What follows belongs to an exercise in optimizing a design on an open flow for small area, a short achievable clock period and few clock cycles per item; a production flow would make more cautious choices.
RTL that was checked went through simulation tests only; none was proved equivalent to the original.
Power is estimated from default activity; no workload was simulated.

## mx_quant
module mx_quant (
    input  wire        clk,
    input  wire        rst,         
    input  wire        in_valid,
    output wire        in_ready,
    input  wire [31:0] in_data,
    input  wire [1:0]  in_src,      
    input  wire [3:0]  in_dst,      
    output wire        out_valid,
    input  wire        out_ready,
    output wire [7:0]  out_code,
    output wire [7:0]  out_x,
    output wire [9:0]  out_qmax,
    output wire        out_last
);
    localparam [1:0] C_E4 = 2'd0;
    localparam [1:0] C_E5 = 2'd1;
    localparam [1:0] C_I8 = 2'd2;    
    localparam [1:0] C_U8 = 2'd3;    
    localparam integer N = 32;
    reg  [4:0]  in_idx;
    reg  [1:0]  src_in, cls_in;
    reg         in_rdy;
    reg         ir_v;
    reg  [31:0] ir_d;           
    reg  [17:0] ring [0:N-1];
    reg  [5:0]  cnt;            
    reg  [4:0]  dw;             
    reg  [7:0]  acc_m;
    reg         acc_nz, acc_nf;
    reg  [8:0]  dn_p;           
    reg         dn_nz, dn_nf;
    reg  [1:0]  dn_cls;
    reg         rdy;            
    reg  [4:0]  hd_idx;
    reg         c1_v, s_v, o_v;
    wire        first_in = (in_idx == 5'd0);
    wire [1:0]  dst_cls  = (in_dst == 4'd3) ? C_E4 :
                           (in_dst == 4'd4) ? C_E5 :
                           (in_dst == 4'd9) ? C_U8 : C_I8;
    wire in_fire = in_valid & in_rdy;
    wire        ir_first = (in_idx == 5'd1);
    wire        ir_last  = (in_idx == 5'd0);
    wire        ir_f     = (src_in == 2'd0);
    wire        ir_b     = (src_in == 2'd1);
    wire        ir_h     = (src_in == 2'd2);
    wire [1:0]  ir_cls   = cls_in;
    function automatic [4:0] lzc24(input [23:0] x);
        integer i;
        reg found;
        begin
  ...
For scale: roughly 720 flip-flops, ~71 I/O pins, about 23000 um^2 of cells after synthesis.
clock: 22.0 ns
lec_check: 0
abc_area: 1
cap_margin: 20
core_margin: 2
core_utilization: 70
cts_cluster_diameter: 120
cts_cluster_size: 26
slew_margin: 20
standard.sh (not shown) runs the stock make flow with config.mk's settings and CLKGATE_MAP_FILE= SYNTH_SCRIPT=/design/flow/synth_recipe.tcl, a recipe that flattens the netlist after the stock synthesis.
==> flow/flow/run.sh <==
#!/bin/bash
# The standard ORFS layout, asked to repair timing with extra setup margin and
# with faster buffers on the ports.
set -euo pipefail
bash standard.sh SETUP_SLACK_MARGIN=16.5 "BUFFER_PORTS_ARGS=-buffer_cell sky130_fd_sc_hd__buf_2" finish > standard.log 2>&1
The baseline finished clean.
Testbench counts at the start, summed over its fixed seeds: cycles 6,424, blocks 192.
==> next run, changes <==
ABC_AREA = 0   (was 1)
CORE_UTILIZATION = 55   (was 70)
First-iteration DRC count fell by 41%.
Power rose by 3.1%.
Area after synthesis fell by 0.77%.
Non-clock buffer count rose by 41.
Worst setup slack gets worse by 170 ps.
Cell area rose by 1.5%.
Critical path depth rose by 26.
Clock skew fell by 23 ps.
==> next run, changes <==
ABC_AREA = 1   (was 0)
CAP_MARGIN = 0   (was 20)
CTS_CLUSTER_DIAMETER = 100   (was 120)
CTS_CLUSTER_SIZE = 30   (was 26)
SLEW_MARGIN = 0   (was 20)
- The new run finished with timing, DRC and antenna clean
- fmax climbs by 3.3%
- final area falls by 1.5%
- die area came out higher by 0.76%
- cell count rose by 10%
==> next run, changes <==
CAP_MARGIN = 20   (was 0)
CTS_CLUSTER_DIAMETER = 120   (was 100)
CTS_CLUSTER_SIZE = 26   (was 30)
SLEW_MARGIN = 20   (was 0)
After rerunning: Global-route usage barely changes; die area does not change; fmax barely changes; flip-flop and latch count stays the same; worst setup slack gets worse by 7.4 ps; design area increases by 0.49%; power came out higher by 1.3%; synthesized area does not change; count of clock-buffer cells in the layout climbs by 4; routed wire length went up by 0.87%; core utilization came out higher by 0.30 points.

Setup of the reference run:
Another version of the RTL of mx_quant (not shown whole).
Size in the first run: about 720 flip-flops, roughly 71 I/O pins.
Settings: LEC_CHECK=0, ABC_AREA=1, CAP_MARGIN=0, CORE_MARGIN=2, CORE_UTILIZATION=55, CTS_BUF_LIST=sky130_fd_sc_hd__clkbuf_8, CTS_CLUSTER_DIAMETER=60, CTS_CLUSTER_SIZE=16, SLEW_MARGIN=0; clock period 22.0 ns.
Scripts as last shown in full above: flow/flow/run.sh
The reference run completed end to end with timing, DRC and antenna clean.
For the trial run, these inputs were changed with respect to the reference run:
--- a/flow/config.mk
+++ b/flow/config.mk
@@ -11,5 +11,4 @@
 export CORE_UTILIZATION = 55
-export CTS_BUF_LIST = sky130_fd_sc_hd__clkbuf_8
-export CTS_CLUSTER_DIAMETER = 60
-export CTS_CLUSTER_SIZE = 16
+export CTS_CLUSTER_DIAMETER = 100
+export CTS_CLUSTER_SIZE = 30
 export SLEW_MARGIN = 0
Results
The trial run: no failed stages, no open violations at the end. In summary, the reference run completed successfully, with a layout that passed the timing, DRC and antenna checks. Delta (the trial run minus the reference run): met3 wirelength from detailed routing moved down; cell area level; hold slack level. Summary of the trial run over the reference run: post-route fraction of the period consumed by the critical path down 0.24 points; maximum frequency now larger; count of clock-net buffers in the final layout now sits lower.
No run of this note included a check of the RTL's function; only the layout flow was run.

== run 1 ==
mx_quant, a different RTL version from the one above (not shown whole).
For scale: ~2000 cells after synthesis, roughly 750 flip-flops, roughly 71 I/O pins, roughly 0.024 mm2 of cells after synthesis.
export LEC_CHECK = 0
export CAP_MARGIN = 20
export CORE_MARGIN = 2
export CORE_UTILIZATION = 40
export SLEW_MARGIN = 20
create_clock -name core_clock -period 22.0 [get_ports {clk}]
==> flow/flow/run.sh <==
#!/bin/bash
# The standard ORFS layout, asked to repair timing with extra setup margin and
# with faster buffers on the ports.
set -euo pipefail
bash standard.sh SETUP_SLACK_MARGIN=16.5 "BUFFER_PORTS_ARGS=-buffer_cell sky130_fd_sc_hd__buf_4" finish > standard.log 2>&1
Run 1 completed; timing, DRC and antenna clean
Modified inputs, run 2 compared to run 1
# run 1
export LEC_CHECK = 0
export CAP_MARGIN = 20
export CORE_MARGIN = 2
export CORE_UTILIZATION = 40
export SLEW_MARGIN = 20
create_clock -name core_clock -period 22.0 [get_ports {clk}]
# run 2
export LEC_CHECK = 0
export ABC_AREA = 1
export CAP_MARGIN = 20
export CORE_MARGIN = 2
export CORE_UTILIZATION = 40
export SLEW_MARGIN = 20
create_clock -name core_clock -period 22.0 [get_ports {clk}]
==> comparison <==
Number of cells in the design after placement grows by more than 10% when moving from run 1 to run 2.
From run 1 to run 2 the numbers moved as follows: transition at the pin with the smallest max-transition slack now larger, number of cells traversed by the worst register-to-register path increased 2, placeable core region essentially unchanged, total power rose about 6.4%.
| clock network contribution to total cell area | run 1 vs run 2 | ≈ equal |
Of run 2 and run 1, the run reporting the higher final critical path time including I/O delays and setup was run 1.
Via count of the routed design: run 2 worse than run 1
Hold slack: run 2 worse than run 1
Looking at combinational family with the most area after synthesis, the compound AO/OA/AOI/OAI gates result is from run 1; the simple AND/OR/NAND/NOR gates one comes from run 2.
Compared to run 1, run 2 has number of standard cells after synthesis 277 higher.
The following lists how run 3 was set up differently from run 2:
# run 2
export LEC_CHECK = 0
export ABC_AREA = 1
export CAP_MARGIN = 20
export CORE_MARGIN = 2
export CORE_UTILIZATION = 40
export SLEW_MARGIN = 20
create_clock -name core_clock -period 22.0 [get_ports {clk}]
# run 3
export LEC_CHECK = 0
export ABC_CLOCK_PERIOD_IN_PS = 6000
export CAP_MARGIN = 20
export CORE_MARGIN = 2
export CORE_UTILIZATION = 40
export SLEW_MARGIN = 20
create_clock -name core_clock -period 22.0 [get_ports {clk}]
==> flow/run.sh (new file) <==
#!/bin/bash
# synth_recipe.tcl (not shown) runs the flow's synth.tcl, then flattens the netlist and writes it again
# the make line also repeats each setting of config.mk as NAME=value (left out here)
make -C /OpenROAD-flow-scripts/flow DESIGN_CONFIG=/design/flow/config.mk WORK_HOME=/design/flow/orfs CLKGATE_MAP_FILE= SYNTH_SCRIPT=/design/flow/synth_recipe.tcl finish
removed: flow/flow/run.sh
removed: flow/standard.sh
### Flow results
Run 3: no failed stages, no open violations at the end. Looking only at internal power, and setting everything else aside, the higher value of run 3 and run 2 goes to run 2. Ratio of final minimum period to clock period: run 3 > run 2. Run 2 has a higher power density normalized to cell area than run 3. Sort run 3 and run 2 by number of detailed-routing iterations run before antenna repair, descending, and run 3 comes first. Clock buffer count for run 3 is lower than for run 2. Run 3 vs run 2: growth of design area from synthesis to finish up in run 3. Run 3 and run 2 ended up with nearly the same part of the Yosys area used for sequential elements. Buffer and inverter count on the worst path was lower in the run labelled run 2. Diff run 2..run 3 | post-synthesis share of cell area spent on full adders, half adders and majority gates | negligible. Final critical delay including setup and external delays: run 3 and run 2 compared, higher one is run 3. In run 3, the starting DRC count in detailed routing came out 210 below the value in run 2.
Function was not checked in any run of this note: the RTL went through the layout flow alone.

re-timing with driven ports:
The flow's constraints put no driver on any port. The routed layouts listed below were extracted and timed again, unchanged, in two steps.
Step 1 sets driving cells, clkbuf_16 on the clock port and buf_2 on the other inputs (assumed; they add their load-dependent delay and slew).
Step 2 adds t to the input delays and takes it off the output delays; t is the mean of the earliest and latest rising clock arrival at the registers after step 1. Input paths then give back, and output paths get back, about the clock's delay inside the block.
a / b / c = ideal ports / drivers / drivers and shift; a / b = the first two.
run	t (ns)	setup WS [ns]	worst hold slack (ns)	worst data-port slew with drivers (ns)
the first run of note 1	0.649	16.428 / 16.374 / 16.306	0.323 / 0.323 / 0.323	0.08
the second run of note 1	0.617	16.259 / 16.259 / 16.137	0.308 / 0.308 / 0.308	0.17
the third run of note 1	0.631	16.441 / 16.388 / 16.314	0.323 / 0.323 / 0.323	0.03
the fourth run of note 1	0.648	16.434 / 16.382 / 16.302	0.316 / 0.316 / 0.316	0.03
the reference run	0.706	16.388 / 16.338 / 16.238	0.321 / 0.321 / 0.321	0.05
the trial run	0.663	16.442 / 16.388 / 16.247	0.319 / 0.319 / 0.319	0.05
run 1	0.647	16.397 / 16.340 / 16.124	0.317 / 0.317 / 0.317	0.05
run 2	0.659	16.426 / 16.371 / 16.238	0.307 / 0.307 / 0.307	0.06
run 3	0.653	15.331 / 15.331 / 15.331	0.312 / 0.312 / 0.312	0.05
After both steps setup and hold are still met in every run listed. For run 1, which loses most, drivers alone change the setup slack by -0.057 ns; drivers and shift together by -0.273 ns.
